From an optimization exercise on the open Yosys and OpenROAD flow, aimed at small area, a short achievable clock period and few clock cycles per item; shortcuts taken in it are not production practice. Where RTL was checked, it was by simulation tests only, not by an equivalence proof against the original. For runs 1 to 5, only the layout was checked, not whether the RTL still works. Power figures rest on the tool's default switching activity, not on a simulated workload.

### flow/run.sh
#!/bin/bash
# synth_recipe.tcl (not shown) runs the flow's synth.tcl, then flattens the netlist and writes it again
# the make line also repeats each setting of config.mk as NAME=value (left out here)
make -C /OpenROAD-flow-scripts/flow DESIGN_CONFIG=/design/flow/config.mk WORK_HOME=/design/flow/orfs CLKGATE_MAP_FILE= SYNTH_SCRIPT=/design/flow/synth_recipe.tcl finish
### flow/config.mk
export PLATFORM = sky130hd
export DESIGN_NAME = par_engine
export DESIGN_NICKNAME = par_engine
export VERILOG_FILES = /design/flow/design.v
export SDC_FILE = /design/flow/constraint.sdc
export NUM_CORES = 4
export LEC_CHECK = 0
export CAP_MARGIN = 20
export CORE_MARGIN = 2
export CORE_UTILIZATION = 70
export SETUP_SLACK_MARGIN = 5
export SLEW_MARGIN = 20
export TNS_END_PERCENT = 100
### flow/constraint.sdc
create_clock -name core_clock -period 8.0 [get_ports {clk}]
set_input_delay 1.6000 -clock core_clock [delete_from_list [all_inputs] [get_ports {clk}]]
set_output_delay 1.6000 -clock core_clock [all_outputs]
set_load 0.01 [all_outputs]
### flow/design.v
module par_engine (
  input  wire        clk,
  input  wire        rst,
  input  wire        cmd_valid,
  output reg         cmd_ready,
  input  wire [1:0]  cmd_mode,     
  input  wire [4:0]  cmd_n,        
  input  wire [4:0]  cmd_a,        
  input  wire [4:0]  cmd_b,        
  input  wire [11:0] cmd_cols,     
  input  wire        in_valid,
  output reg         in_ready,
  input  wire [63:0] in_data,
  output reg         out_valid,
  input  wire        out_ready,
  output reg  [63:0] out_data,
  output reg         out_last
);
  localparam [1:0] M_GEN = 2'd0, M_UPD = 2'd1, M_REC = 2'd2;
  localparam [1:0] S_IDLE = 2'd0, S_DEC = 2'd1, S_SET = 2'd2, S_RUN = 2'd3;
  function automatic [7:0] mul_g(input [7:0] x);        
    mul_g = {x[6:0], 1'b0} ^ (x[7] ? 8'h1d : 8'h00);
  endfunction
  function automatic [7:0] mul_ginv(input [7:0] x);     
    mul_ginv = {1'b0, x[7:1]} ^ (x[0] ? 8'h8e : 8'h00);
  endfunction
  function automatic [63:0] mul_w(input [63:0] w, input [7:0] c);
    reg [7:0] cg [0:7];
    reg [7:0] acc;
    integer i, l;
    begin
      cg[0] = c;
      for (i = 1; i < 8; i = i + 1) cg[i] = mul_g(cg[i-1]);
      for (l = 0; l < 8; l = l + 1) begin
        acc = 8'h00;
        for (i = 0; i < 8; i = i + 1)
          if (w[8*l + i]) acc = acc ^ cg[i];
        mul_w[8*l +: 8] = acc;
      end
    end
  endfunction
  function automatic [7:0] tab_t(input [4:0] d);
    case (d)
      5'd1:  tab_t = 8'hf4;  5'd2:  tab_t = 8'ha7;  5'd3:  tab_t = 8'h9d;
      5'd4:  tab_t = 8'h72;  5'd5:  tab_t = 8'hed;  5'd6:  tab_t = 8'h5f;
      5'd7:  tab_t = 8'h54;  5'd8:  tab_t = 8'ha0;  5'd9:  tab_t = 8'ha9;
      5'd10: tab_t = 8'hfb;  5'd11: tab_t = 8'h74;  5'd12: tab_t = 8'h85;
      5'd13: tab_t = 8'he4;  5'd14: tab_t = 8'hc0;  5'd15: tab_t = 8'h8a;
      5'd16: tab_t = 8'h67;  5'd17: tab_t = 8'hdc;  5'd18: tab_t = 8'h26;
      5'd19: tab_t = 8'h63;  5'd20: tab_t = 8'hf2;  5'd21: tab_t = 8'he9;
      default: tab_t = 8'h00;
    endcase
  endfunction
  reg [1:0]  state;
  reg [1:0]  mode;
  reg [4:0]  n;               
  reg [4:0]  last_k;          
  reg [4:0]  lo, hi;          
  reg        go_set;          
  reg        t_load;          
  reg        sx;              
  reg        bq;              
  reg        c_first_r;       
  reg        c_two;           
  reg [11:0] cols_left;
  reg [7:0]  alpha, beta;
  reg [4:0]  k;
  reg [7:0]  s;               
  reg [7:0]  c_cur;           
  reg        a_cur;           
  reg        first_cur;       
  reg        last_cur;        
  reg [63:0] acc_a, acc_r;
  reg        full;            
  reg        f_first_r, f_sec_x, f_two, f_last;
  reg [63:0] sec_data;
  reg        sec_valid, sec_last;
  wire rec = (mode == M_REC);
  wire upd = (mode == M_UPD);
  wire cmd_fire = cmd_valid && cmd_ready;
  wire in_fire  = in_valid && in_ready;
  wire cap      = full && !out_valid;
  wire [4:0] k_nx    = last_cur ? 5'd0 : k + 5'd1;
  wire [7:0] s_nx    = last_cur ? alpha : mul_g(s);
  wire       lost_nx = rec && (k_nx == lo || k_nx == hi);
  wire       data_nx = (k_nx < n);
  wire       p_nx    = (k_nx == n);
  wire [7:0] c_nx    = lost_nx ? 8'h00 :
                       data_nx ? (s_nx ^ beta) :
                       p_nx    ? (upd ? 8'h00 : beta) :
                                 (upd ? 8'h01 : alpha);
  wire        r_two   = rec && (hi != 5'd31);
  wire        r_swap  = r_two && (hi < lo);
  wire [4:0]  r_lo    = r_swap ? hi : lo;
  wire [4:0]  r_hi    = r_swap ? lo : hi;
  wire [4:0]  n1      = n + 5'd1;
  wire        a_dt    = (lo < n),  b_dt = (hi < n);
  wire        a_p     = (lo == n), b_p  = (hi == n);
  wire        a_q     = (lo == n1), b_q = (hi == n1);
  wire        r_lo_dt = r_swap ? b_dt : a_dt;
  wire        r_hi_p  = r_swap ? a_p : b_p;
  wire        r_hi_q  = r_swap ? a_q : b_q;
  wire        r_dd    = r_two && r_lo_dt && !r_hi_p && !r_hi_q;
  wire        r_sx    = r_two && r_lo_dt && !r_hi_q;
  wire        r_dq    = r_two && r_lo_dt && r_hi_q;
  wire        r_lost0 = rec && (lo == 5'd0 || (r_two && hi == 5'd0));
  wire        k_lt_lo  = (k < lo);
  wire        k_lt_hi  = (k < hi);
  wire        a_step   = sx && k_lt_lo;
  wire        b_step   = sx ? (!k_lt_lo && k_lt_hi) : (bq && k_lt_lo);
  wire        set_done = !t_load && (sx ? (k == hi) : bq ? (k == lo) : 1'b1);
  wire        lost0    = rec && (lo == 5'd0 || hi == 5'd0);
  wire        run_end  = in_fire && last_cur && (cols_left == 12'd1);
  reg [1:0] state_nx;
  always @* begin
    state_nx = state;
    case (state)
      S_IDLE: if (cmd_fire) state_nx = S_DEC;
      S_DEC:  state_nx = go_set ? S_SET : S_RUN;
      S_SET:  if (set_done) state_nx = S_RUN;
      S_RUN:  if (run_end) state_nx = S_IDLE;
      default: state_nx = S_IDLE;
    endcase
  end
  wire full_nx      = (in_fire && last_cur) ? 1'b1 : cap ? 1'b0 : full;
  wire out_valid_nx = cap ? 1'b1 :
                      (out_valid && out_ready && !sec_valid) ? 1'b0 : out_valid;
  wire run_nx       = (state == S_DEC && !go_set) || (state == S_SET && set_done) ||
                      (state == S_RUN && !run_end);
  always @(posedge clk) begin
    if (rst) begin
      state     <= S_IDLE;
      cmd_ready <= 1'b1;
      in_ready  <= 1'b0;
      full      <= 1'b0;
      out_valid <= 1'b0;
      out_last  <= 1'b0;
      sec_valid <= 1'b0;
    end else begin
      state     <= state_nx;
      cmd_ready <= (state == S_IDLE && !cmd_fire) || run_end;
      in_ready  <= run_nx && !(full_nx && out_valid_nx);
      full      <= full_nx;
      out_valid <= out_valid_nx;
      case (state)
        S_IDLE: if (cmd_fire) begin
          mode      <= cmd_mode;
          n         <= cmd_n;
          lo        <= cmd_a;
          hi        <= cmd_b;
          cols_left <= cmd_cols;
          go_set    <= (cmd_mode == M_UPD) || (cmd_mode == M_REC && cmd_b != 5'd31);
        end
        S_DEC: begin
          n         <= upd ? 5'd2 : n;
          last_k    <= (mode == M_GEN) ? n - 5'd1 : upd ? 5'd3 : n1;
          lo        <= (rec || upd) ? r_lo : 5'd31;
          hi        <= r_two ? r_hi : 5'd31;
          t_load    <= r_dd;
          sx        <= r_sx;
          bq        <= upd || r_dq;
          c_two     <= !rec || r_two;
          c_first_r <= rec && (r_two ? r_sx : a_q);
          alpha     <= upd ? 8'h00 : 8'h01;
          beta      <= (upd || r_dq) ? 8'h01 : 8'h00;
          k         <= 5'd0;
          s         <= upd ? 8'h00 : 8'h01;
          c_cur     <= r_lost0 ? 8'h00 : 8'h01;
          a_cur     <= !r_lost0;
          first_cur <= 1'b1;
          last_cur  <= 1'b0;
        end
        S_SET: begin
          if (t_load) begin
            alpha  <= tab_t(hi - lo);
            beta   <= tab_t(hi - lo);
            t_load <= 1'b0;
          end else begin
            if (a_step) alpha <= mul_ginv(alpha);
            if (b_step) beta  <= mul_g(beta);
            k <= set_done ? 5'd0 : k + 5'd1;
          end
          s     <= alpha;
          c_cur <= lost0 ? 8'h00 : (alpha ^ beta);
          a_cur <= !lost0;
        end
        S_RUN: if (in_fire) begin
          k         <= k_nx;
          s         <= s_nx;
          c_cur     <= c_nx;
          a_cur     <= !lost_nx && (data_nx || p_nx);
          first_cur <= last_cur;
          last_cur  <= (k_nx == last_k);
          if (last_cur) cols_left <= cols_left - 12'd1;
        end
        default: ;
      endcase
      acc_a <= ((in_fire && first_cur) ? 64'd0 : acc_a) ^
               ((in_fire && a_cur) ? in_data : 64'd0);
      if (in_fire)
        acc_r <= (first_cur ? 64'd0 : acc_r) ^ mul_w(in_data, c_cur);
      if (in_fire && last_cur) begin
        f_first_r <= c_first_r;
        f_sec_x   <= sx;
        f_two     <= c_two;
        f_last    <= (cols_left == 12'd1);
      end
      if (cap) begin
        out_data  <= f_first_r ? acc_r : acc_a;
        out_last  <= f_last && !f_two;
        sec_data  <= f_sec_x ? (acc_a ^ acc_r) : acc_r;
        sec_valid <= f_two;
        sec_last  <= f_last;
      end else if (out_valid && out_ready && sec_valid) begin
        out_data  <= sec_data;
        out_last  <= sec_last;
        sec_valid <= 1'b0;
      end
    end
  end
endmodule
==> results of run 1 <==
[through the flow]
step / instances / setup WS (ns) / util (%) / power, mW
after floorplan: 2796 / 4.617 / - / 7.226
after global placement: 3254 / 3.783 / 76.47 / 8.144
after detailed placement: 3254 / 3.732 / 76.47 / 8.344
after CTS: 3340 / 4.829 / 80.54 / 10.27
after global routing: 3359 / 4.960 / 81.56 / 11.05
final: 3359 / 5.006 / 81.56 / 10.52
[placed cells by master (no fill, tap or decap), types with 6 or more instances in the layout]
cell,Yosys,final
dlymetal6s2s_1,0,14
xnor2_1,552,545
ha_1,49,45
buf_4,0,49
clkdlybuf4s50_1,0,49
nand3_1,26,25
o21ai_0,139,136
xnor2_4,0,6
nor4_1,6,6
xor2_1,140,132
a31oi_1,19,17
nand4_1,9,9
o22ai_1,15,15
o221ai_1,8,7
nor3_1,18,17
inv_1,45,41
mux2i_1,80,80
or3_1,8,8
nor2b_1,50,50
xor2_2,3,9
clkbuf_1,167,8
nand2_1,767,766
dlygate4sd2_1,0,97
nor2_4,0,6
dfxtp_1,8,6
clkbuf_16,0,41
nor2_1,92,85
a22oi_1,31,31
clkinv_1,0,8
edfxtp_1,341,341
xor2_4,4,8
a21oi_1,53,47
nand2b_1,30,29
mux2_2,32,32
buf_6,1,9
[worst max-delay path, delay by kind of cell]
kind,cells,cell delay [ns]
buffers and inverters,3,1.44
[where the power goes]
| part | switching (mW) | internal [mW] | total [mW] |
|---|---|---|---|
| registers | 0.220 | 2.58 | 2.80 |
| logic | 3.34 | 2.62 | 5.97 |
| clock network | 0.750 | 1.00 | 1.75 |
[cell usage after synthesis (5+ instances only)]
master,instances
edfxtp_1,341
a22oi_1,31
nand3_1,26
xor2_1,140
mux2_2,32
or3_1,8
nand2_1,767
a21o_1,5
nor3_1,18
dfxtp_1,8
nor2_1,92
o22ai_1,15
a31oi_1,19
nand2b_1,30
a21oi_1,53
nor4_1,6
o221ai_1,8
buf_1,16
o21ai_0,139
o211ai_1,5
xnor2_1,552
mux2i_1,80
buf_2,16
or2_2,5
and3_1,7
inv_1,45
clkbuf_1,167
nor2b_1,50
ha_1,49
nand4_1,9
[worst max-delay path by stage]
stage,slack (ns),cells after the start,endpoint
after CTS,4.83,8,acc_r[43]
after global placement,3.78,6,lo[0]
after floorplan,4.62,3,out_data[0]
after detailed placement,3.73,6,lo[2]
final,5.01,3,acc_a[35]
after global routing,4.96,11,alpha[2]
[repair_timing]
item / in CTS / in global routing
buffers inserted: 13 / 18
pin swaps: 8 / 8
resized for setup: 149 / 53
setup endpoints to repair: 440 / 280
endpoints found under the hold margin: 0 / 0
cloned: 5 / 0
[logic make-up after synthesis]
| family | count (synthesis) | synth area share (%) |
|---|---|---|
| AO/OA/AOI/OAI | 307 | 7.122 |
| multiplexers | 112 | 4.555 |
| adder cells (fa/ha/maj) | 50 | 2.484 |
| XOR/XNOR | 701 | 24.55 |
| AND/OR/NAND/NOR | 1032 | 16.77 |
| buffers and inverters | 245 | 3.716 |
| flip-flops | 349 | 40.80 |
[flip-flops by register name, summed over array words and instances, names as in the netlist, 5 cells and up]
| name | count |
|---|---|
| cols_left | 12 |
| acc_a | 64 |
| s | 8 |
| k | 5 |
| lo | 5 |
| n | 5 |
| sec_data | 64 |
| out_data | 64 |
| beta | 8 |
| c_cur | 8 |
| last_k | 5 |
| hi | 5 |
| alpha | 8 |
| acc_r | 64 |
[area by class of cell]
| class | count | area (sq um) |
|---|---|---|
| multi-input combinational | 2206 | 14680 |
| sequential | 349 | 10410 |
| fill | 2229 | 6590 |
| timing repair buffer | 228 | 2102 |
| clock buffer | 49 | 1056 |
| tap | 461 | 576.8 |
| inverter | 45 | 172.7 |
| clock inverter | 19 | 155.1 |
| timing repair inverter | 1 | 5.005 |
| antenna | 1 | 2.502 |
[per-layer routing]
metal	up-vias	GRT usage, %	wire length, microns
li1	9408	-	-
met1	9931	43.20	25330
met2	1268	65.71	35270
met3	316	6.420	6939
met4	4	20.10	3961
met5	-	0	21
==> impl_results.md, run 1 <==
- Outcome: finished clean
- Cells after Synth: 2796
- Initial Utilization: 71.32%
- Die X: 194.8 microns
- H-tree levels: 2
- Final weighted congestion in routability-driven placement: 0.9471
- Power per cell area: 360.7 nW/um^2
- Yosys warning count: 2
- Setup TNS: 0 ns
- Max incr delay on CP: 0.68 ns
- Required @ worst endpoint: 8.07 ns
- Main synth FF type: edfxtp_1
- Pre-Repair DR Iteration Count: 12
- Vias in the first global route: 21169
- Cts hold-fix bufs: 0
- Die Height: 194.8 microns
- Final Skew: 0.01959 ns
- Clk sink count: 349
- Hold depth: 0
- Final setup viols: 0
- Hold wc startpoint: c_two
- Port Buffers: 165
- Post-Route WL: 71530 microns
- Critical path cell sequence: clkdlybuf4s50_1, buf_4, clkinvlp_2
- Yosys cell types: 59
- Peak supply drop: 0.0003487 V
- Number of enable flip-flop cells after synthesis: 341
- R2R depth: 8
- Critical path class: input pin to flip-flop
- Area of the mapped netlist: 25490 sq um
- Area leader, netlist: edfxtp_1
- FP Rows: 69
- Initial antenna violation count: 3
- Die area: 37960 sq um
- Post-layout instance area: 29150 sq um
- R2R setup slack: 5.01 ns
- Drt wl/cell: 21.29 microns
- CTS max path bufs: 3
- Hold Crit Class: flip-flop to flip-flop
- Crit Reg-Reg Endpoint: acc_r[27]
- HPWL after DPL: 45540 microns
- Gr usage total: 37.20%
- Total grt overflow: 0
- Residual DRC: 0
- Fin nets: 3018
- Worst rel slew slack: 41.90%
- CTS tree: done
- Post-route ant nets: 0
- FF+latch count, synth: 349
- Largest net degree at the start of global routing: 84
- Final Hold Viols: 0
- Ys async rst share: 0%
- Max-slew violation count: 0
- Core area: 35740 sq um
- CP startpoint: rst
- Startpoint types: input pin
- CTS root buf: clkbuf_16
- Syn Area/Cell: 9.117 sq um
- Share of cells above drive strength 1: 7.698%
- Hold worst-path end: f_two
- Period utilization: 37.42%
- Initial DRC count: 2282
- Worst skew pair latency: 0.55 ns
- CP arrival: 3.07 ns
- Area contributors post-synth: edfxtp_1, xnor2_1, nand2_1
- DP Area: 27330 sq um
- P_leak: 10.81 nW
- Crit path capture type: flip-flop
- Top fanout value on the critical path: 18
- Clk pin slew, worst setup/hold paths: 0.06 ns
- Worst path slowest cell: clkinvlp_2
- Period minus WS final: 2.994 ns
- # IOs: 166
- Area grow syn2layout: 14.36%
- First-pass GRT wire length: 111500 microns
- Vias: 20927
- Part of the Yosys area used for sequential elements: 40.80%
- Hold slack: 0.4196 ns
- Vias per cell: 6.230
- Fmax: 334.0 MHz
- Worst reg2reg path startpoint: c_cur[5]
- MaxCap Viol Count: 0
- CTS Buf Count: 39
- Area share of the largest cell type after synthesis: 40.17%
- RSZ-0062 raised after global routing: yes
- Tightest Pin Transition: 0.8714 ns
- Post-Syn Nets: 2944
==> run 2: changes to the inputs <==
--- a/flow/config.mk
+++ b/flow/config.mk
@@ -9,5 +9,4 @@
 export CORE_MARGIN = 2
-export CORE_UTILIZATION = 70
+export CORE_UTILIZATION = 55
 export SETUP_SLACK_MARGIN = 5
 export SLEW_MARGIN = 20
-export TNS_END_PERCENT = 100
==> impl_results.md, run 2 <==
- Total Power: 10.54 mW
- CTS Buf Count: 41
- H-tree levels: 2
- FP Rows: 78
- Period minus WS final: 2.987 ns
- Clk pin slew, worst setup/hold paths: 0.06 ns
- Pre-Repair DR Iteration Count: 5
- Tightest Pin Transition: 1.069 ns
- Fin nets: 3037
- P_leak: 10.94 nW
- Max-slew violation count: 0
- Final setup viols: 0
- Total grt overflow: 0
- CTS max path bufs: 3
- Final Skew: 0.01709 ns
- Clk sink count: 349
- Required @ worst endpoint: 8.34 ns
- Initial antenna violation count: 2
- Met3 wire length: 4800 microns
- Core area: 45580 sq um
- Startpoint types: flip-flop
- Post-Syn Nets: 2944
- Power per cell area: 357.4 nW/um^2
- Initial DRC count: 1705
- Vias per cell: 5.681
- CP startpoint: k[1]
- First-pass GRT wire length: 113900 microns
- CTS root buf: clkbuf_16
- Top sig layer: met4
- R2R depth: 11
- Ys async rst share: 0%
- # IOs: 166
- Top fanout value on the critical path: 5
- Hold Crit Class: flip-flop to flip-flop
- Worst Setup EP: c_cur[0]
- Die X: 219.3 microns
- Outcome: finished clean
- Commonest cells post-synth: nand2_1, xnor2_1, edfxtp_1
- Most frequent cell after synthesis: nand2_1
- Period utilization: 37.34%
- Worst rel slew slack: 28.71%
- Initial Utilization: 55.93%
- HPWL after DPL: 46090 microns
- Post-Route WL: 73190 microns
- Vias: 19958
- Vias in the first global route: 19797
- WL met2: 35530 microns
- Gr usage total: 30.81%
- FF+latch count, synth: 349
- Number of enable flip-flop cells after synthesis: 341
- Crit Reg-Reg Endpoint: c_cur[0]
- Die area: 48080 sq um
- Drt wl/cell: 20.83 microns
- Setup TNS: 0 ns
- CTS tree: done
- Post-route ant nets: 0
- Final Hold Viols: 0
- Die Height: 219.3 microns
- Area share of the largest cell type after synthesis: 40.17%
- Post-Route M1 WL: 30290 microns
- Peak supply drop: 0.0002979 V
- Hold depth: 0
- Area grow syn2layout: 15.72%
- Port Buffers: 165
- Most common cell after layout, fill and taps aside: nand2_1
- Yosys cell types: 59
- Cells after Synth: 2796
- Part of the Yosys area used for sequential elements: 40.80%
- # fillers: 3817
- Fmax: 334.8 MHz
- Final core utilization: 64.72%
- CP arrival: 3.33 ns
- RSZ-0062 raised after global routing: yes
- Final weighted congestion in routability-driven placement: 0.8902
- Worst reg2reg path startpoint: k[1]
- Residual DRC: 0
- Syn Area/Cell: 9.117 sq um
- Largest net degree at the start of global routing: 75
- Area contributors post-synth: edfxtp_1, xnor2_1, nand2_1
- R2R setup slack: 5.01 ns
- MaxCap Viol Count: 0
- Critical path class: flip-flop to flip-flop
- Worst skew pair latency: 0.57 ns
- Share of cells above drive strength 1: 8.657%
- Yosys warning count: 2
- Crit path capture type: flip-flop
- Main synth FF type: edfxtp_1
- Area leader, netlist: edfxtp_1
- Most frequent cells in the layout: nand2_1, xnor2_1, edfxtp_1
- Area of the mapped netlist: 25490 sq um
run 2: cell families (layout without fill, tap and decap cells):
logic type                 count (synthesis)  in the layout  share of synthesized area (%)
AOI/OAI and AO/OA                        307            308                          7.122
xor gates and xnor gates                 701            701                          24.55
adders and majority gates                 50             50                          2.484
buffers and inverters                    245            357                          3.716
DFF                                      349            349                          40.80
muxes                                    112            112                          4.555
other                                      0              2                              0
and+or+nand+nor                         1032           1034                          16.77
run 2: layout make-up:
| type | instances | area [sq um] | area share, % |
|---|---|---|---|
| multi-input combinational | 2205 | 14700 | 49.83 |
| sequential | 349 | 10410 | 35.28 |
| timing repair buffer | 246 | 2216 | 7.512 |
| clock buffer | 47 | 1090 | 3.694 |
| tap | 600 | 750.7 | 2.545 |
| inverter | 45 | 175.2 | 0.5938 |
| clock inverter | 18 | 148.9 | 0.5048 |
| timing repair inverter | 1 | 7.507 | 0.02545 |
| antenna | 2 | 5.005 | 0.01697 |
run 2: metal layers:
| layer | vias up | GRT usage, % |
|---|---|---|
| li1 | 9442 | - |
| met1 | 9645 | 39.88 |
| met2 | 709 | 52.47 |
| met3 | 162 | 4.144 |
| met4 | 0 | 11.67 |
| met5 | - | 0 |
run 2: worst min-delay path by stage:
stage               slack, ns   endpoint       from
floorplan                0.40  f_first_r  c_first_r
global route             0.44      f_two      c_two
CTS                      0.42  f_first_r  c_first_r
global placement         0.41  f_first_r  c_first_r
finish                   0.42  f_first_r  c_first_r
detailed placement       0.41  f_first_r  c_first_r
run 2: where the power goes:
group	internal [mW]	switching, mW
logic	2.67	3.29
registers	2.58	0.209
clock network	1.03	0.770
total	6.28	4.26
run 2: through the flow:
| step | hold slack (ns) | worst slack, ns | cells | area [sq um] |
|---|---|---|---|---|
| final | 0.4205 | 5.013 | 3513 | 29500 |
| after global routing | 0.4408 | 4.918 | 3512 | 29500 |
| after CTS | 0.4187 | 4.874 | 3489 | 29100 |
| after detailed placement | 0.4080 | 3.147 | 3391 | 27500 |
| after global placement | 0.4068 | 3.156 | 3391 | 27500 |
| after floorplan | 0.4003 | 4.617 | 2796 | 25630 |
run 2: repair_timing:
action / 4_1_cts / 5_1_grt
endpoints found under the setup margin: 541 / 257
resized for setup: 149 / 61
gates cloned: 4 / 0
buffers inserted: 29 / 22
hold buffers: 0 / 0
pin swaps: 7 / 5
run 2: critical path: stages (launching register included):
cell and delay (ns):
edfxtp_1 0.48, buf_4 0.19, nand3_1 0.14, xor2_2 0.26
nor2_4 0.09, ha_1 0.32, and3_1 0.19, a221oi_1 0.27
buf_4 0.22, mux2i_1 0.20, nor2_1 0.06, o31ai_1 0.34
==> run 3: changes to the inputs <==
--- a/flow/design.v
+++ b/flow/design.v
@@ -41,2 +41,39 @@
   endfunction
+  function automatic [7:0] gf_exp(input [4:0] e);
+    case (e)
+      5'd0: gf_exp = 8'h01;
+      5'd1: gf_exp = 8'h02;
+      5'd2: gf_exp = 8'h04;
+      5'd3: gf_exp = 8'h08;
+      5'd4: gf_exp = 8'h10;
+      5'd5: gf_exp = 8'h20;
+      5'd6: gf_exp = 8'h40;
+      5'd7: gf_exp = 8'h80;
+      5'd8: gf_exp = 8'h1d;
+      5'd9: gf_exp = 8'h3a;
+      5'd10: gf_exp = 8'h74;
+      5'd11: gf_exp = 8'he8;
+      5'd12: gf_exp = 8'hcd;
+      5'd13: gf_exp = 8'h87;
+      5'd14: gf_exp = 8'h13;
+      5'd15: gf_exp = 8'h26;
+      5'd16: gf_exp = 8'h4c;
+      5'd17: gf_exp = 8'h98;
+      5'd18: gf_exp = 8'h2d;
+      5'd19: gf_exp = 8'h5a;
+      5'd20: gf_exp = 8'hb4;
+      5'd21: gf_exp = 8'h75;
+      5'd22: gf_exp = 8'hea;
+      5'd23: gf_exp = 8'hc9;
+      5'd24: gf_exp = 8'h8f;
+      5'd25: gf_exp = 8'h03;
+      5'd26: gf_exp = 8'h06;
+      5'd27: gf_exp = 8'h0c;
+      5'd28: gf_exp = 8'h18;
+      5'd29: gf_exp = 8'h30;
+      5'd30: gf_exp = 8'h60;
+      5'd31: gf_exp = 8'hc0;
+      default: gf_exp = 8'h00;
+    endcase
+  endfunction
   function automatic [7:0] tab_t(input [4:0] d);
@@ -61,2 +98,3 @@
   reg        sx;              
+  reg        dd;              
   reg        bq;              
@@ -106,7 +144,3 @@
   wire        r_lost0 = rec && (lo == 5'd0 || (r_two && hi == 5'd0));
-  wire        k_lt_lo  = (k < lo);
-  wire        k_lt_hi  = (k < hi);
-  wire        a_step   = sx && k_lt_lo;
-  wire        b_step   = sx ? (!k_lt_lo && k_lt_hi) : (bq && k_lt_lo);
-  wire        set_done = !t_load && (sx ? (k == hi) : bq ? (k == lo) : 1'b1);
+  wire        set_done = !t_load && !(sx && k != lo);
   wire        lost0    = rec && (lo == 5'd0 || hi == 5'd0);
@@ -158,4 +192,5 @@
           hi        <= r_two ? r_hi : 5'd31;
-          t_load    <= r_dd;
+          t_load    <= 1'b1;
           sx        <= r_sx;
+          dd        <= r_dd;
           bq        <= upd || r_dq;
@@ -164,3 +199,3 @@
           alpha     <= upd ? 8'h00 : 8'h01;
-          beta      <= (upd || r_dq) ? 8'h01 : 8'h00;
+          beta      <= 8'h00;
           k         <= 5'd0;
@@ -174,8 +209,8 @@
           if (t_load) begin
-            alpha  <= tab_t(hi - lo);
-            beta   <= tab_t(hi - lo);
+            if (dd) alpha <= tab_t(hi - lo);
+            if (dd) beta  <= tab_t(hi - lo) ^ 8'h01;
+            if (bq) beta  <= gf_exp(lo);
             t_load <= 1'b0;
           end else begin
-            if (a_step) alpha <= mul_ginv(alpha);
-            if (b_step) beta  <= mul_g(beta);
+            if (sx && k != lo) alpha <= mul_ginv(alpha);
             k <= set_done ? 5'd0 : k + 5'd1;
==> impl_results.md, run 3 <==
- Area of the mapped netlist: 26410 sq um
- Worst skew pair latency: 0.58 ns
- Clk sink count: 358
- Final worst slack: 4.966 ns
- Port Buffers: 165
- Cts hold-fix bufs: 0
- Final Hold Viols: 0
- Commonest cells post-synth: nand2_1, xnor2_1, edfxtp_1
- Power per cell area: 382.1 nW/um^2
- Top delay family on crit path: compound AO/OA/AOI/OAI gates
- Peak supply drop: 0.0003740 V
- CP arrival: 3.47 ns
- H-tree levels: 2
- Critical path class: input pin to flip-flop
- Ys async rst share: 0%
- Die area: 49790 sq um
- Final setup viols: 0
- Most frequent cell after synthesis: nand2_1
- Core area: 47550 sq um
- Most common cell after layout, fill and taps aside: nand2_1
- Worst rel slew slack: 31.10%
- Pre-Repair DR Iteration Count: 6
- Max-slew violation count: 0
- Crit Reg-Reg Endpoint: c_cur[7]
- First-pass GRT wire length: 122700 microns
- R2R depth: 11
- Sequential Area: 10600 sq um
- Area leader, netlist: edfxtp_1
- Part of the Yosys area used for sequential elements: 40.10%
- CTS tree: done
- Initial Utilization: 55.55%
- Share of cells above drive strength 1: 11.86%
- Main synth FF type: edfxtp_1
- Worst reg2reg path startpoint: k[0]
- DP Area: 28390 sq um
- Post-layout instance area: 31070 sq um
- CTS max path bufs: 3
- Yosys cell types: 77
- Total grt overflow: 0
- Syn Area/Cell: 9.057 sq um
- Yosys warning count: 2
- Period minus WS final: 3.034 ns
- MaxCap Viol Count: 0
- Stages on the worst setup path: 12
- # fillers: 3880
- Clk pin slew, worst setup/hold paths: 0.06 ns
- Final Skew: 0.02360 ns
- Vias per cell: 5.880
- Fmax: 329.6 MHz
- Setup TNS: 0 ns
- CP startpoint: rst
- Dpl cells: 3513
- # IOs: 166
- Number of enable flip-flop cells after synthesis: 342
- Gr usage total: 31.60%
- P_leak: 11.59 nW
- Fin nets: 3203
- Worst path slowest cell: mux2i_4
- Hold slack: 0.4150 ns
- Crit path buf inv count: 4
- Period utilization: 37.93%
- Cells after Synth: 2916
- Die X: 223.1 microns
- Initial antenna violation count: 2
- Final weighted congestion in routability-driven placement: 0.9100
- Startpoint types: input pin
- Die Height: 223.1 microns
- Outcome: finished clean
- Area grow syn2layout: 17.63%
- Most frequent cells in the layout: nand2_1, xnor2_1, edfxtp_1
- Hold Crit Class: flip-flop to flip-flop
- Initial DRC count: 1931
- Largest net degree at the start of global routing: 66
- Max incr delay on CP: 0.35 ns
- HPWL after DPL: 49300 microns
- Vias in the first global route: 21325
- Drt wl/cell: 21.66 microns
- Required @ worst endpoint: 8.44 ns
- Tightest Pin Transition: 1.034 ns
- R2R setup slack: 5.02 ns
- Residual DRC: 0
- Finished Layout Cells: 3702
- Post-route ant nets: 0
- Vias: 21766
- Post-Syn Nets: 3062
- Area share of the largest cell type after synthesis: 38.88%
- CTS root buf: clkbuf_16
- Pre-CTS WS: 2.724 ns
- Top fanout value on the critical path: 7
- Crit path capture type: flip-flop
- Critical path cell sequence: buf_16, nand4b_1, inv_2, a21oi_4, a31oi_4, buf_6, mux2i_4, inv_4, ha_4, o21a_1, o21ai_2, o311ai_2
- Area contributors post-synth: edfxtp_1, xnor2_1, nand2_1
- FF+latch count, synth: 358
- Post-Route WL: 80170 microns
- CTS Buf Count: 43
- Footprint of the multi-input gates: 15450 sq um
- RSZ-0062 raised after global routing: yes
- FP Rows: 80
run 3: where the power goes:
part	total, mW	switching, mW	internal [mW]
registers	2.89	0.234	2.65
clock network	1.92	0.799	1.12
logic	7.06	3.93	3.13
run 3: what timing repair did:
item                                    4_1_cts  5_1_grt
pin swaps                                    15       21
setup buffers                                46       62
resized for setup                           189      105
cloned                                        2        4
endpoints found under the setup margin      507      121
run 3: layout make-up:
type | count | area share, %
multi-input cells | 2301 | 49.74
flip-flops and latches | 358 | 34.10
repair buffers | 307 | 8.796
clock buffers | 52 | 3.604
well taps | 615 | 2.477
clock inverters | 22 | 0.7008
inverters | 46 | 0.5719
diodes | 1 | 0.008055
run 3: worst min-delay path by stage:
| stage | from | end | slack (ns) | depth (start not counted) |
|---|---|---|---|---|
| 2_1_floorplan | c_first_r | f_first_r | 0.40 | 0 |
| 3_3_place_gp | c_first_r | f_first_r | 0.42 | 0 |
| 3_5_place_dp | c_first_r | f_first_r | 0.43 | 0 |
| 4_1_cts | c_first_r | f_first_r | 0.42 | 0 |
| 5_1_grt | c_first_r | f_first_r | 0.41 | 0 |
| 6_report | c_first_r | f_first_r | 0.42 | 0 |
run 3: stage by stage:
stage	total power [mW]	util [%]
floorplan	7.753	-
global placement	8.941	59.70
detailed placement	9.074	59.72
CTS	11.37	63.71
global route	12.56	65.34
finish	11.87	65.34
run 3: per-layer routing:
layer | up-vias | GRT usage, % | part of all wire (%)
li1 | 10114 | - | -
met1 | 10487 | 40.39 | 40
met2 | 978 | 53.56 | 49
met3 | 185 | 5.373 | 7.9
met4 | 2 | 12.38 | 3.5
met5 | - | 0 | 0.016
run 3: logic make-up (layout without fill, tap and decap cells):
kind of cell	count (synthesis)	after routing	share of synthesized area (%)
compound gates	482	483	11.15
xor+xnor	640	641	21.83
fa+ha+maj	48	48	2.302
buf+inv	261	427	3.922
flops	358	358	40.10
mux	113	114	4.467
other cells	0	1	0
simple gates	1014	1015	16.23
==> run 4: changes to the inputs <==
==> flow/flow/run.sh (new file) <==
#!/bin/bash
set -euo pipefail
bash standard.sh SETUP_SLACK_MARGIN=5.4 \
  "BUFFER_PORTS_ARGS=-buffer_cell sky130_fd_sc_hd__buf_1" finish > make.log 2>&1
==> flow/standard.sh (new file) <==
#!/bin/bash
# synth_recipe.tcl (not shown) runs the flow's synth.tcl, then flattens the netlist and writes it again
# the make line also repeats each setting of config.mk as NAME=value (left out here)
make -C /OpenROAD-flow-scripts/flow DESIGN_CONFIG=/design/flow/config.mk WORK_HOME=/design/flow/orfs CLKGATE_MAP_FILE= SYNTH_SCRIPT=/design/flow/synth_recipe.tcl "${@:-finish}"
--- a/flow/config.mk
+++ b/flow/config.mk
@@ -10,3 +10,2 @@
 export CORE_UTILIZATION = 55
-export SETUP_SLACK_MARGIN = 5
 export SLEW_MARGIN = 20
removed: flow/run.sh
==> impl_results.md, run 4 <==
- Outcome: finished clean
- Clk sink count: 358
- Fmax: 318.7 MHz
- Ant diodes: 0
- Port Buffers: 165
- Cell mode on critical path: buf_6
- Most frequent cell after synthesis: nand2_1
- Core area: 47550 sq um
- CTS root buf: clkbuf_16
- Final setup viols: 0
- Drt wl/cell: 23.42 microns
- Largest family of logic cells by synthesized area: XOR/XNOR gates
- Tightest Pin Transition: 0.8782 ns
- Worst rel slew slack: 41.45%
- Area leader, netlist: edfxtp_1
- Post-layout instance area: 32960 sq um
- Top fanout value on the critical path: 6
- H-tree levels: 2
- Hold Crit Class: flip-flop to flip-flop
- Stages on the worst setup path: 13
- Crit path capture type: flip-flop
- Critical path class: input pin to flip-flop
- Die X: 223.1 microns
- Share of cells above drive strength 1: 23.53%
- Worst reg2reg path startpoint: mode[0]
- Vias per cell: 5.990
- R2R depth: 13
- Area of the mapped netlist: 26410 sq um
- Top delay family on crit path: compound AO/OA/AOI/OAI gates
- Die Height: 223.1 microns
- Vias in the first global route: 21658
- Initial DRC count: 2362
- Cells after Synth: 2916
- Crit path buf inv count: 5
- Final weighted congestion in routability-driven placement: 0.8910
- Pre-CTS WS: 3.492 ns
- Worst path slowest cell: mux2i_4
- Gr usage total: 33.41%
- Final Skew: 0.02095 ns
- Post-Route WL: 88650 microns
- Final core utilization: 69.32%
- Post-synthesis compound-gate area fraction: 11.15%
- # IOs: 166
- Cts hold-fix bufs: 0
- P_leak: 12.47 nW
- Clk pin slew, worst setup/hold paths: 0.06 ns
- Total Power: 13.38 mW
- FP Rows: 80
- Commonest cells post-synth: nand2_1, xnor2_1, edfxtp_1
- Setup TNS: 0 ns
- Finished Layout Cells: 3786
- Post-Syn Nets: 3062
- Worst skew pair latency: 0.59 ns
- Area grow syn2layout: 24.78%
- Most common cell after layout, fill and taps aside: nand2_1
- Startpoint types: input pin
- Hold slack: 0.4315 ns
- Ys async rst share: 0%
- Final Hold Viols: 0
- Part of the Yosys area used for sequential elements: 40.10%
- Xor/xnor share of the synthesized area: 21.83%
- Area share of the largest cell type after synthesis: 38.88%
- Synth Area in Simple Gates: 16.23%
- Dpl cells: 3516
- Die area: 49790 sq um
- Most frequent cells in the layout: nand2_1, xnor2_1, edfxtp_1
- Critical path cell sequence: buf_6, buf_8, nand4b_1, inv_2, a21oi_4, a31oi_4, buf_6, mux2i_4, inv_4, ha_4, o21a_1, a22o_1, a22oi_2
- Post-route ant nets: 0
- Pre-Repair DR Iteration Count: 9
- CTS Buf Count: 42
- First-pass GRT wire length: 128100 microns
- Main synth FF type: edfxtp_1
- Syn Area/Cell: 9.057 sq um
- Period utilization: 39.22%
- Multiplexer share of the synthesized area: 4.467%
- R2R setup slack: 5.00 ns
- Power per cell area: 406.0 nW/um^2
- CTS tree: done
- Yosys cell types: 77
- DP Area: 28150 sq um
- Final worst slack: 4.862 ns
- Vias: 22677
- RSZ-0062 raised after global routing: yes
- Initial Utilization: 55.55%
- FF+latch count, synth: 358
- Total grt overflow: 0
- MaxCap Viol Count: 0
- Max-slew violation count: 0
- Required @ worst endpoint: 8.51 ns
- HPWL after DPL: 50540 microns
- Fin nets: 3284
- Number of enable flip-flop cells after synthesis: 342
- CP startpoint: rst
- CTS max path bufs: 3
- Peak supply drop: 0.0003296 V
- Residual DRC: 0
- Adder and majority gate portion of the synthesized area: 2.302%
- Max incr delay on CP: 0.32 ns
- Largest net degree at the start of global routing: 71
- Initial antenna violation count: 4
- Yosys warning count: 2
- CP arrival: 3.65 ns
- Area contributors post-synth: edfxtp_1, xnor2_1, nand2_1
- Period minus WS final: 3.138 ns
-- run 4: metal layers --
layer	track usage (%)	part of all wire [%]	wire length [microns]	vias to the layer above
li1	-	-	-	10300
met1	42.01	39	34350	10913
met2	56.79	48	42130	1147
met3	5.360	8.4	7455	313
met4	15.07	5.3	4695	4
met5	0	0.026	23	-
-- run 4: where the power goes --
| group | internal, mW | switching [mW] | leakage [nW] |
|---|---|---|---|
| Clock | 1.28 | 0.823 | 0.716 |
| Sequential | 2.65 | 0.216 | 3.29 |
| Combinational | 3.88 | 4.53 | 8.47 |
-- run 4: layout make-up --
class / instances / area, sq um
multi-input combinational: 2304 / 16730
fill: 3577 / 14590
sequential: 358 / 10600
timing repair buffer: 386 / 3183
clock buffer: 54 / 1160
tap: 615 / 769.5
clock inverter: 23 / 324.1
inverter: 46 / 182.7
-- run 4: cell families (layout without fill, tap and decap cells) --
logic type | count (synthesis) | count (layout)
xor+xnor | 640 | 641
simple gates | 1014 | 1019
buf+inv | 261 | 509
compound gates | 482 | 482
flops | 358 | 358
fa+ha+maj | 48 | 48
mux | 113 | 114
-- run 4: what timing repair did --
item | in CTS | in global routing
setup buffers | 118 | 57
pin swaps | 61 | 79
endpoints found under the setup margin | 356 | 250
gates cloned | 9 | 9
gates resized for setup | 235 | 219
-- run 4: how the worst min path moves through the flow --
stage	start	end	slack, ns	cells past startpoint
finish	c_first_r	f_first_r	0.43	0
global route	c_first_r	f_first_r	0.44	0
CTS	c_first_r	f_first_r	0.43	0
detailed placement	c_first_r	f_first_r	0.42	0
global placement	c_first_r	f_first_r	0.41	0
floorplan	c_first_r	f_first_r	0.40	0
==> run 5: changes to the inputs <==
--- a/flow/design.v
+++ b/flow/design.v
@@ -106,6 +106,8 @@
   reg [7:0]  s;               
-  reg [7:0]  c_cur;           
-  reg        a_cur;           
-  reg        first_cur;       
-  reg        last_cur;        
+  reg [63:0] w1;              
+  reg        v1;              
+  reg [7:0]  c1;              
+  reg        a1;              
+  reg        first1;          
+  reg        last1;           
   reg [63:0] acc_a, acc_r;
@@ -120,11 +122,10 @@
   wire cap      = full && !out_valid;
-  wire [4:0] k_nx    = last_cur ? 5'd0 : k + 5'd1;
-  wire [7:0] s_nx    = last_cur ? alpha : mul_g(s);
-  wire       lost_nx = rec && (k_nx == lo || k_nx == hi);
-  wire       data_nx = (k_nx < n);
-  wire       p_nx    = (k_nx == n);
-  wire [7:0] c_nx    = lost_nx ? 8'h00 :
-                       data_nx ? (s_nx ^ beta) :
-                       p_nx    ? (upd ? 8'h00 : beta) :
-                                 (upd ? 8'h01 : alpha);
+  wire       w_lost  = rec && (k == lo || k == hi);
+  wire       w_data  = (k < n);
+  wire       w_p     = (k == n);
+  wire       w_last  = (k == last_k);
+  wire [7:0] w_c     = w_lost ? 8'h00 :
+                       w_data ? (s ^ beta) :
+                       w_p    ? (upd ? 8'h00 : beta) :
+                                (upd ? 8'h01 : alpha);
   wire        r_two   = rec && (hi != 5'd31);
@@ -143,6 +144,4 @@
   wire        r_dq    = r_two && r_lo_dt && r_hi_q;
-  wire        r_lost0 = rec && (lo == 5'd0 || (r_two && hi == 5'd0));
   wire        set_done = !t_load && !(sx && k != lo);
-  wire        lost0    = rec && (lo == 5'd0 || hi == 5'd0);
-  wire        run_end  = in_fire && last_cur && (cols_left == 12'd1);
+  wire        run_end  = in_fire && w_last && (cols_left == 12'd1);
   reg [1:0] state_nx;
@@ -158,3 +157,3 @@
   end
-  wire full_nx      = (in_fire && last_cur) ? 1'b1 : cap ? 1'b0 : full;
+  wire full_nx      = (v1 && last1) ? 1'b1 : cap ? 1'b0 : full;
   wire out_valid_nx = cap ? 1'b1 :
@@ -164,2 +163,9 @@
   always @(posedge clk) begin
+    w1     <= in_data;
+    c1     <= w_c;
+    a1     <= !w_lost && (w_data || w_p);
+    first1 <= (k == 5'd0);
+    last1  <= w_last;
+  end
+  always @(posedge clk) begin
     if (rst) begin
@@ -168,2 +174,3 @@
       in_ready  <= 1'b0;
+      v1        <= 1'b0;
       full      <= 1'b0;
@@ -175,3 +182,4 @@
       cmd_ready <= (state == S_IDLE && !cmd_fire) || run_end;
-      in_ready  <= run_nx && !(full_nx && out_valid_nx);
+      in_ready  <= run_nx && !((full_nx || (in_fire && w_last)) && out_valid_nx);
+      v1        <= in_fire;
       full      <= full_nx;
@@ -202,6 +210,2 @@
           s         <= upd ? 8'h00 : 8'h01;
-          c_cur     <= r_lost0 ? 8'h00 : 8'h01;
-          a_cur     <= !r_lost0;
-          first_cur <= 1'b1;
-          last_cur  <= 1'b0;
         end
@@ -218,13 +222,7 @@
           s     <= alpha;
-          c_cur <= lost0 ? 8'h00 : (alpha ^ beta);
-          a_cur <= !lost0;
         end
         S_RUN: if (in_fire) begin
-          k         <= k_nx;
-          s         <= s_nx;
-          c_cur     <= c_nx;
-          a_cur     <= !lost_nx && (data_nx || p_nx);
-          first_cur <= last_cur;
-          last_cur  <= (k_nx == last_k);
-          if (last_cur) cols_left <= cols_left - 12'd1;
+          k         <= w_last ? 5'd0 : k + 5'd1;
+          s         <= w_last ? alpha : mul_g(s);
+          if (w_last) cols_left <= cols_left - 12'd1;
         end
@@ -232,7 +230,7 @@
       endcase
-      acc_a <= ((in_fire && first_cur) ? 64'd0 : acc_a) ^
-               ((in_fire && a_cur) ? in_data : 64'd0);
-      if (in_fire)
-        acc_r <= (first_cur ? 64'd0 : acc_r) ^ mul_w(in_data, c_cur);
-      if (in_fire && last_cur) begin
+      if (v1) begin
+        acc_a <= (first1 ? 64'd0 : acc_a) ^ (a1 ? w1 : 64'd0);
+        acc_r <= (first1 ? 64'd0 : acc_r) ^ mul_w(w1, c1);
+      end
+      if (in_fire && w_last) begin
         f_first_r <= c_first_r;
==> flow/flow/run.sh (replaced) <==
#!/bin/bash
set -euo pipefail
rm -rf scripts_abc
cp -r "$FLOW_HOME/scripts" scripts_abc
cp flow/abc_map_area.script scripts_abc/abc_speed.script
bash standard.sh SCRIPTS_DIR="$PWD/scripts_abc" SETUP_SLACK_MARGIN=5.4 \
  "BUFFER_PORTS_ARGS=-buffer_cell sky130_fd_sc_hd__buf_1" finish > make.log 2>&1
==> flow/flow/abc_map_area.script (new file) <==
strash
dch
map -a
topo
==> impl_results.md, run 5 <==
- Main synth FF type: edfxtp_1
- Initial Utilization: 55.74%
- Hold wc startpoint: c_first_r
- R2R depth: 19
- Peak supply drop: 0.0003399 V
- Number of enable flip-flop cells after synthesis: 331
- Dpl cells: 3612
- Final worst slack: 5.056 ns
- Die area: 47720 sq um
- Outcome: finished clean
- CP startpoint: rst
- Final Skew: 0.02232 ns
- CP arrival: 3.41 ns
- # fillers: 3668
- CTS tree: done
- Area of the mapped netlist: 25300 sq um
- Most frequent cells in the layout: nand2_1, xor2_1, edfxtp_1
- Finished Layout Cells: 3834
- Crit path capture type: flip-flop
- Yosys cell types: 35
- Initial DRC count: 1835
- RSZ-0062 raised after global routing: yes
- Worst reg2reg path startpoint: lo[1]
- Post-route ant nets: 0
- Die X: 218.5 microns
- Share of cells above drive strength 1: 14.91%
- CTS max path bufs: 3
- Initial antenna violation count: 1
- Fmax: 339.6 MHz
- # IOs: 166
- Area contributors post-synth: edfxtp_1, xor2_1, nand2_1
- Yosys warning count: 2
- Pre-CTS WS: 3.821 ns
- P_leak: 11.87 nW
- CTS root buf: clkbuf_16
- Most frequent cell after synthesis: nand2_1
- H-tree levels: 2
- First-pass GRT wire length: 117300 microns
- Area leader, netlist: edfxtp_1
- Final setup viols: 0
- Area grow syn2layout: 21.96%
- Clk sink count: 423
- Final weighted congestion in routability-driven placement: 0.8968
- Required @ worst endpoint: 8.47 ns
- Worst skew pair latency: 0.60 ns
- Commonest cells post-synth: nand2_1, xor2_1, edfxtp_1
- Worst rel slew slack: 37.62%
- Ys async rst share: 0%
- Final core utilization: 67.98%
- Part of the Yosys area used for sequential elements: 46.57%
- Largest net degree at the start of global routing: 79
- Vias: 21398
- Core area: 45380 sq um
- Period minus WS final: 2.944 ns
- Hold depth: 0
- Critical path class: input pin to flip-flop
- MaxCap Viol Count: 0
- Gr usage total: 31.80%
- Setup TNS: 0 ns
- Port Buffers: 165
- Power per cell area: 499.6 nW/um^2
- Post-Route WL: 76530 microns
- Hold Crit Class: flip-flop to flip-flop
- CTS Buf Count: 46
- FP Rows: 78
- HPWL after DPL: 45960 microns
- Most common cell after layout, fill and taps aside: nand2_1
- Final Hold Viols: 0
- Total grt overflow: 0
- Cells after Synth: 2833
- Area share of the largest cell type after synthesis: 39.29%
- Clk pin slew, worst setup/hold paths: 0.06 ns
- Vias in the first global route: 20898
- Residual DRC: 0
- Post-Syn Nets: 2980
- Drt wl/cell: 19.96 microns
- Fin nets: 3345
- Tightest Pin Transition: 0.9357 ns
- Pre-Repair DR Iteration Count: 7
- FF+latch count, synth: 423
- Top fanout value on the critical path: 8
- Die Height: 218.5 microns
- Period utilization: 36.81%
- Total Power: 15.41 mW
- Startpoint types: input pin
- Vias per cell: 5.581
- Syn Area/Cell: 8.929 sq um
- Max-slew violation count: 0
==> run 5: worst paths after layout <==
kind              slack, ns   endpoint
hold reg to reg        0.45  f_first_r
hold / removal         0.45  f_first_r
setup reg to reg       5.10  flip-flop
setup / recovery       5.06  flip-flop
==> run 5: layout make-up <==
class / count / area [sq um] / share of cell area [%]
multi-input cells: 2242 / 13850 / 44.90
well taps: 600 / 750.7 / 2.433
repair buffers: 312 / 2112 / 6.846
clock inverters: 24 / 247.7 / 0.8030
flip-flops and latches: 423 / 11830 / 38.33
diodes: 1 / 2.502 / 0.008111
inverters: 173 / 769.5 / 2.494
clock buffers: 59 / 1291 / 4.185
==> run 5: metrics by stage <==
step | hold slack, ns | instance area [sq um]
floorplan | 0.4003 | 25820
finish | 0.4515 | 30850
global placement | 0.4364 | 27300
detailed placement | 0.4408 | 27300
CTS | 0.4543 | 30150
global route | 0.4516 | 30850
==> run 5: logic make-up (layout without fill, tap and decap cells) <==
| family | Yosys count | after routing | share of synthesized area, % |
|---|---|---|---|
| buffers and inverters | 173 | 568 | 2.567 |
| adders and majority gates | 49 | 49 | 2.453 |
| AOI/OAI and AO/OA | 347 | 347 | 7.548 |
| xor gates and xnor gates | 668 | 668 | 23.13 |
| DFF | 423 | 423 | 46.57 |
| and+or+nand+nor | 1173 | 1178 | 17.73 |
| other | 0 | 1 | 0 |
==> run 5: layer usage <==
metal / GRT usage (%) / vias up / share of wire (%)
met5: 0 / - / 0.017
met4: 14.67 / 2 / 4.7
met3: 5.191 / 226 / 7.1
met2: 54.51 / 879 / 49
met1: 39.21 / 10265 / 39
li1: - / 10026 / -
==> run 5: power by group <==
| part | total, mW | switching (mW) | internal [mW] | leakage, nW |
|---|---|---|---|---|
| registers | 3.50 | 0.360 | 3.14 | 3.78 |
| logic | 9.72 | 5.74 | 3.98 | 7.34 |
| clock network | 2.19 | 0.922 | 1.27 | 0.750 |
| total | 15.4 | 7.02 | 8.39 | 11.9 |
==> run 5: what timing repair did <==
action / in CTS / in global routing
setup endpoints to repair: 416 / 323
hold buffers: 0 / 0
pin swaps: 41 / 30
resized for setup: 116 / 142
cloned: 5 / 1
setup buffers: 93 / 39
==> run 5: critical path, cell delays in order <==
cell      delay, ns
buf_6          0.10
buf_12         0.12
a21oi_4        0.17
o21ai_4        0.12
a31oi_4        0.19
buf_12         0.16
buf_6          0.11
o21ai_4        0.07
buf_4          0.17
ha_2           0.21
nand2_2        0.09
o311ai_1       0.09
a32o_1         0.23
==> run 6: changes to the inputs <==
--- a/flow/design.v
+++ b/flow/design.v
@@ -96,3 +96,6 @@
   reg        go_set;          
-  reg        t_load;          
+  reg [1:0]  set_ph;          
+  reg        pa_dt, pa_p, pa_q;   
+  reg        pb_dt, pb_p, pb_q;   
+  reg        p_swap;          
   reg        sx;              
@@ -103,2 +106,3 @@
   reg [11:0] cols_left;
+  reg        col_last;        
   reg [7:0]  alpha, beta;
@@ -130,13 +134,9 @@
                                 (upd ? 8'h01 : alpha);
-  wire        r_two   = rec && (hi != 5'd31);
-  wire        r_swap  = r_two && (hi < lo);
+  wire        r_two   = rec && go_set;
+  wire        r_swap  = r_two && p_swap;
   wire [4:0]  r_lo    = r_swap ? hi : lo;
   wire [4:0]  r_hi    = r_swap ? lo : hi;
-  wire [4:0]  n1      = n + 5'd1;
-  wire        a_dt    = (lo < n),  b_dt = (hi < n);
-  wire        a_p     = (lo == n), b_p  = (hi == n);
-  wire        a_q     = (lo == n1), b_q = (hi == n1);
-  wire        r_lo_dt = r_swap ? b_dt : a_dt;
-  wire        r_hi_p  = r_swap ? a_p : b_p;
-  wire        r_hi_q  = r_swap ? a_q : b_q;
+  wire        r_lo_dt = r_swap ? pb_dt : pa_dt;
+  wire        r_hi_p  = r_swap ? pa_p : pb_p;
+  wire        r_hi_q  = r_swap ? pa_q : pb_q;
   wire        r_dd    = r_two && r_lo_dt && !r_hi_p && !r_hi_q;
@@ -144,4 +144,4 @@
   wire        r_dq    = r_two && r_lo_dt && r_hi_q;
-  wire        set_done = !t_load && !(sx && k != lo);
-  wire        run_end  = in_fire && w_last && (cols_left == 12'd1);
+  wire        set_done = (set_ph == 2'd0) && !(sx && k != lo);
+  wire        run_end  = in_fire && w_last && col_last;
   reg [1:0] state_nx;
@@ -193,3 +193,13 @@
           cols_left <= cmd_cols;
+          col_last  <= (cmd_cols == 12'd1);
           go_set    <= (cmd_mode == M_UPD) || (cmd_mode == M_REC && cmd_b != 5'd31);
+          last_k    <= (cmd_mode == M_GEN) ? cmd_n - 5'd1 :
+                       (cmd_mode == M_UPD) ? 5'd3 : cmd_n + 5'd1;
+          pa_dt     <= (cmd_a < cmd_n);
+          pa_p      <= (cmd_a == cmd_n);
+          pa_q      <= (cmd_a == cmd_n + 5'd1);
+          pb_dt     <= (cmd_b < cmd_n);
+          pb_p      <= (cmd_b == cmd_n);
+          pb_q      <= (cmd_b == cmd_n + 5'd1);
+          p_swap    <= (cmd_b < cmd_a);
         end
@@ -197,6 +207,5 @@
           n         <= upd ? 5'd2 : n;
-          last_k    <= (mode == M_GEN) ? n - 5'd1 : upd ? 5'd3 : n1;
           lo        <= (rec || upd) ? r_lo : 5'd31;
           hi        <= r_two ? r_hi : 5'd31;
-          t_load    <= 1'b1;
+          set_ph    <= 2'd2;
           sx        <= r_sx;
@@ -205,3 +214,3 @@
           c_two     <= !rec || r_two;
-          c_first_r <= rec && (r_two ? r_sx : a_q);
+          c_first_r <= rec && (r_two ? r_sx : pa_q);
           alpha     <= upd ? 8'h00 : 8'h01;
@@ -212,7 +221,11 @@
         S_SET: begin
-          if (t_load) begin
-            if (dd) alpha <= tab_t(hi - lo);
-            if (dd) beta  <= tab_t(hi - lo) ^ 8'h01;
+          if (set_ph == 2'd2) begin
+            k      <= hi - lo;
+            set_ph <= 2'd1;
+          end else if (set_ph == 2'd1) begin
+            if (dd) alpha <= tab_t(k);
+            if (dd) beta  <= tab_t(k) ^ 8'h01;
             if (bq) beta  <= gf_exp(lo);
-            t_load <= 1'b0;
+            k      <= 5'd0;
+            set_ph <= 2'd0;
           end else begin
@@ -226,3 +239,6 @@
           s         <= w_last ? alpha : mul_g(s);
-          if (w_last) cols_left <= cols_left - 12'd1;
+          if (w_last) begin
+            cols_left <= cols_left - 12'd1;
+            col_last  <= (cols_left == 12'd2);
+          end
         end
@@ -238,3 +254,3 @@
         f_two     <= c_two;
-        f_last    <= (cols_left == 12'd1);
+        f_last    <= col_last;
       end
==> flow/run.sh (new file) <==
#!/bin/bash
# synth_recipe.tcl (not shown) runs the flow's synth.tcl, then flattens the netlist and writes it again
# the make line also repeats each setting of config.mk as NAME=value (left out here)
make -C /OpenROAD-flow-scripts/flow DESIGN_CONFIG=/design/flow/config.mk WORK_HOME=/design/flow/orfs CLKGATE_MAP_FILE= SYNTH_SCRIPT=/design/flow/synth_recipe.tcl finish
--- a/flow/config.mk
+++ b/flow/config.mk
@@ -10,2 +10,3 @@
 export CORE_UTILIZATION = 55
+export SETUP_SLACK_MARGIN = 5
 export SLEW_MARGIN = 20
removed: flow/flow/run.sh
removed: flow/flow/abc_map_area.script
removed: flow/standard.sh
==> impl_results.md, run 6 <==
- Outcome: finished clean
- Pre-CTS WS: 2.961 ns
- NetSw: 7.230 mW
- Residual DRC: 0
- Die area: 52740 sq um
- Synth Area in Simple Gates: 16.50%
- Post-Route WL: 76620 microns
- Max-slew violation count: 0
- Final worst slack: 5.010 ns
- Startpoint types: input pin
- Crit path capture type: flip-flop
- Core area: 50170 sq um
- Commonest cells post-synth: nand2_1, xnor2_1, edfxtp_1
- Area grow syn2layout: 18.73%
- Largest family of logic cells by synthesized area: XOR/XNOR gates
- Adder and majority gate portion of the synthesized area: 2.127%
- Fmax: 334.5 MHz
- Yosys warning count: 2
- Ant diodes: 0
- Seq pwr share: 21.6%
- CTS root buf: clkbuf_16
- Cells after Synth: 2983
- Xor/xnor share of the synthesized area: 21.67%
- Vias in the first global route: 21210
- First-pass GRT wire length: 119700 microns
- Most frequent cell after synthesis: nand2_1
- Most frequent cells in the layout: nand2_1, xnor2_1, edfxtp_1
- Largest net degree at the start of global routing: 129
- Switching share of total power: 41.80%
- Finished Layout Cells: 3838
- Int Pwr: 10.07 mW
- Hold wc startpoint: c_first_r
- Sequential Area: 12240 sq um
- R2R depth: 11
- Peak supply drop: 0.0004899 V
- Area of the mapped netlist: 28000 sq um
- Dpl cells: 3642
- Worst reg2reg path startpoint: k[2]
- CP arrival: 3.49 ns
- Multiplexer share of the synthesized area: 4.432%
- Worst skew pair latency: 0.61 ns
- Clk sink count: 440
- Drt wl/cell: 19.96 microns
- FP Rows: 82
- HPWL after DPL: 48080 microns
- Vias per cell: 5.563
- Fin nets: 3270
- Vias: 21349
- Clk pin slew, worst setup/hold paths: 0.06 ns
- Gr busiest metal: met2
- Critical path class: input pin to flip-flop
- Footprint of the multi-input gates: 15510 sq um
- Share of cells above drive strength 1: 10.52%
- R2R setup slack: 5.10 ns
- Power per cell area: 520.3 nW/um^2
- Clock power share: 13.4%
- Required @ worst endpoint: 8.50 ns
- Post-route ant nets: 0
- Area share of the largest cell type after synthesis: 36.46%
- Die Height: 229.6 microns
- Worst rel slew slack: 28.69%
- P_leak: 12.38 nW
- Met3 GRT Util: 3.523%
- CTS max path bufs: 3
- Post-Syn Nets: 3128
- Area contributors post-synth: edfxtp_1, xnor2_1, nand2_1
- Yosys cell types: 72
- Die X: 229.6 microns
- Final core utilization: 66.27%
- Comb power frac: 65.1%
- FF+latch count, synth: 440
- Number of enable flip-flop cells after synthesis: 340
- MaxCap Viol Count: 0
- Initial Utilization: 55.82%
- Main synth FF type: edfxtp_1
- Top fanout value on the critical path: 6
- Pre-Repair DR Iteration Count: 5
- Initial antenna violation count: 0
- Cts hold-fix bufs: 0
- Final Hold Viols: 0
- Final Skew: 0.03955 ns
- Most common cell after layout, fill and taps aside: nand2_1
- Final setup viols: 0
- Total grt overflow: 0
- RSZ-0062 raised after global routing: yes
- # IOs: 166
- Port Buffers: 165
- Met1 GRT Util: 36.51%
- CTS tree: done
- CTS Buf Count: 50
- Area leader, netlist: edfxtp_1
- Hold Crit Class: flip-flop to flip-flop
- Initial DRC count: 1415
- Gr usage total: 28.87%
- Tightest Pin Transition: 1.070 ns
- Part of the Yosys area used for sequential elements: 43.61%
- # fillers: 3971
- Setup TNS: 0 ns
- Ys async rst share: 0%
- Final weighted congestion in routability-driven placement: 0.8644
- Period minus WS final: 2.990 ns
- CP startpoint: rst
- Grt met2 use: 50.52%
- Post-synthesis compound-gate area fraction: 8.149%
- H-tree levels: 2
- Period utilization: 37.37%
- Syn Area/Cell: 9.388 sq um
==> run 6: cell count changes after synthesis, sizes merged, moves of 24 or more <==
cell,before,now
inv,0,49
mux2,0,24
nor2,298,108
clkbuf,0,157
nand2,830,718
clkinv,173,1
nand2b,0,64
xor2,408,77
buf,0,46
nor2b,0,103
a22oi,10,37
mux2i,0,97
o21ai,199,139
xnor2,260,601
==> run 6: layout make-up <==
class | instances | share of cell area [%]
multi-input cells | 2291 | 46.64
inverters | 50 | 0.6096
well taps | 672 | 2.529
clock buffers | 75 | 4.414
repair buffers | 292 | 8.448
clock inverters | 18 | 0.5645
flip-flops and latches | 440 | 36.80
==> run 6: power by group through the flow <==
stage	combinational, mW	sequential, mW	clock (mW)
2_1_floorplan	8.14	3.48	0
3_3_place_gp	9.49	3.83	0
3_5_place_dp	9.73	3.83	0
4_1_cts	10.8	3.77	2.35
5_1_grt	12.2	3.76	2.43
6_report	11.3	3.73	2.32
==> run 6: through the flow <==
| stage | power (mW) | hold WS (ns) | area [sq um] |
|---|---|---|---|
| detailed placement | 13.56 | 0.4125 | 30170 |
| floorplan | 11.62 | 0.4003 | 28230 |
| finish | 17.30 | 0.4235 | 33250 |
| CTS | 16.87 | 0.4241 | 32720 |
| global placement | 13.32 | 0.4017 | 30170 |
| global route | 18.35 | 0.4357 | 33250 |
==> run 6: repair_timing <==
action                                  4_1_cts  5_1_grt
resized for setup                           149       40
setup buffers                                63       38
endpoints found under the setup margin      213       63
cloned                                        1        1
hold endpoints to repair                      0        0
pin swaps                                    22       17
==> run 6: worst min-delay path by stage <==
| stage | end | slack (ns) | cells after the start |
|---|---|---|---|
| floorplan | f_first_r | 0.40 | 0 |
| global placement | f_first_r | 0.40 | 0 |
| detailed placement | f_first_r | 0.41 | 0 |
| CTS | f_first_r | 0.42 | 0 |
| global route | f_first_r | 0.44 | 0 |
| finish | f_first_r | 0.42 | 0 |
==> run 6: critical path, cell delays in order <==
cell and delay [ns]:
buf_6 0.10, buf_12 0.12, buf_6 0.11, a21o_4 0.22, buf_6 0.13, nand2_2 0.05, o211ai_1 0.12, a311oi_4 0.35
buf_4 0.19, clkbuf_16 0.14, o31ai_4 0.05, a311oi_1 0.30
==> run 6: cells by family after synthesis <==
kind of cell | Yosys count
buffers and inverters | 253
AND/OR/NAND/NOR | 1073
AO/OA/AOI/OAI | 371
flip-flops | 440
multiplexers | 121
adder cells (fa/ha/maj) | 47
XOR/XNOR | 678
==> run 6: layer usage <==
layer / part of all wire (%) / routed length [microns] / up-vias
li1: - / - / 10182
met3: 5.1 / 3922 / 177
met1: 41 / 31720 / 10285
met5: 0 / 0 / -
met2: 50 / 38120 / 705
met4: 3.7 / 2857 / 0
Testbench counts of run 6, summed over its fixed seeds: cycles 121,430, columns 10,233.

re-timing with driven ports:
The flow's constraints put no driver on any port. The routed layouts listed below were extracted and timed again, unchanged, in two steps.
Step 1: set_driving_cell puts a clkbuf_16 on clk and a buf_2 on each other input, an assumption about the parent block.
Step 2 times the ports against the registers' clock, not the clock port: input delays grow and output delays shrink by t, the midpoint of the rising clock arrivals with the driver on.
a / b / c = ideal ports / drivers / drivers and shift; a / b = the first two.
run | shift t [ns] | slack for setup (ns) | hold slack, ns | latest minus earliest clock arrival (ns) | worst data-port slew with drivers (ns)
run 1 | 0.597 | 5.006 / 5.008 / 4.445 | 0.420 / 0.420 / 0.420 | 0.025 / 0.025 | 0.08
run 2 | 0.621 | 5.013 / 5.013 / 4.466 | 0.420 / 0.420 / 0.420 | 0.019 / 0.019 | 0.11
run 3 | 0.630 | 4.966 / 4.971 / 4.341 | 0.415 / 0.415 / 0.415 | 0.025 / 0.024 | 0.12
run 4 | 0.637 | 4.862 / 4.883 / 4.246 | 0.431 / 0.431 / 0.431 | 0.025 / 0.025 | 0.10
run 5 | 0.645 | 5.056 / 5.081 / 4.435 | 0.451 / 0.451 / 0.451 | 0.023 / 0.023 | 0.07
run 6 | 0.649 | 5.010 / 5.036 / 4.387 | 0.423 / 0.423 / 0.423 | 0.040 / 0.039 | 0.07
After both steps every run listed still meets setup and hold. For run 3, which loses most, drivers alone change the setup slack by +0.005 ns; drivers and shift together by -0.625 ns.
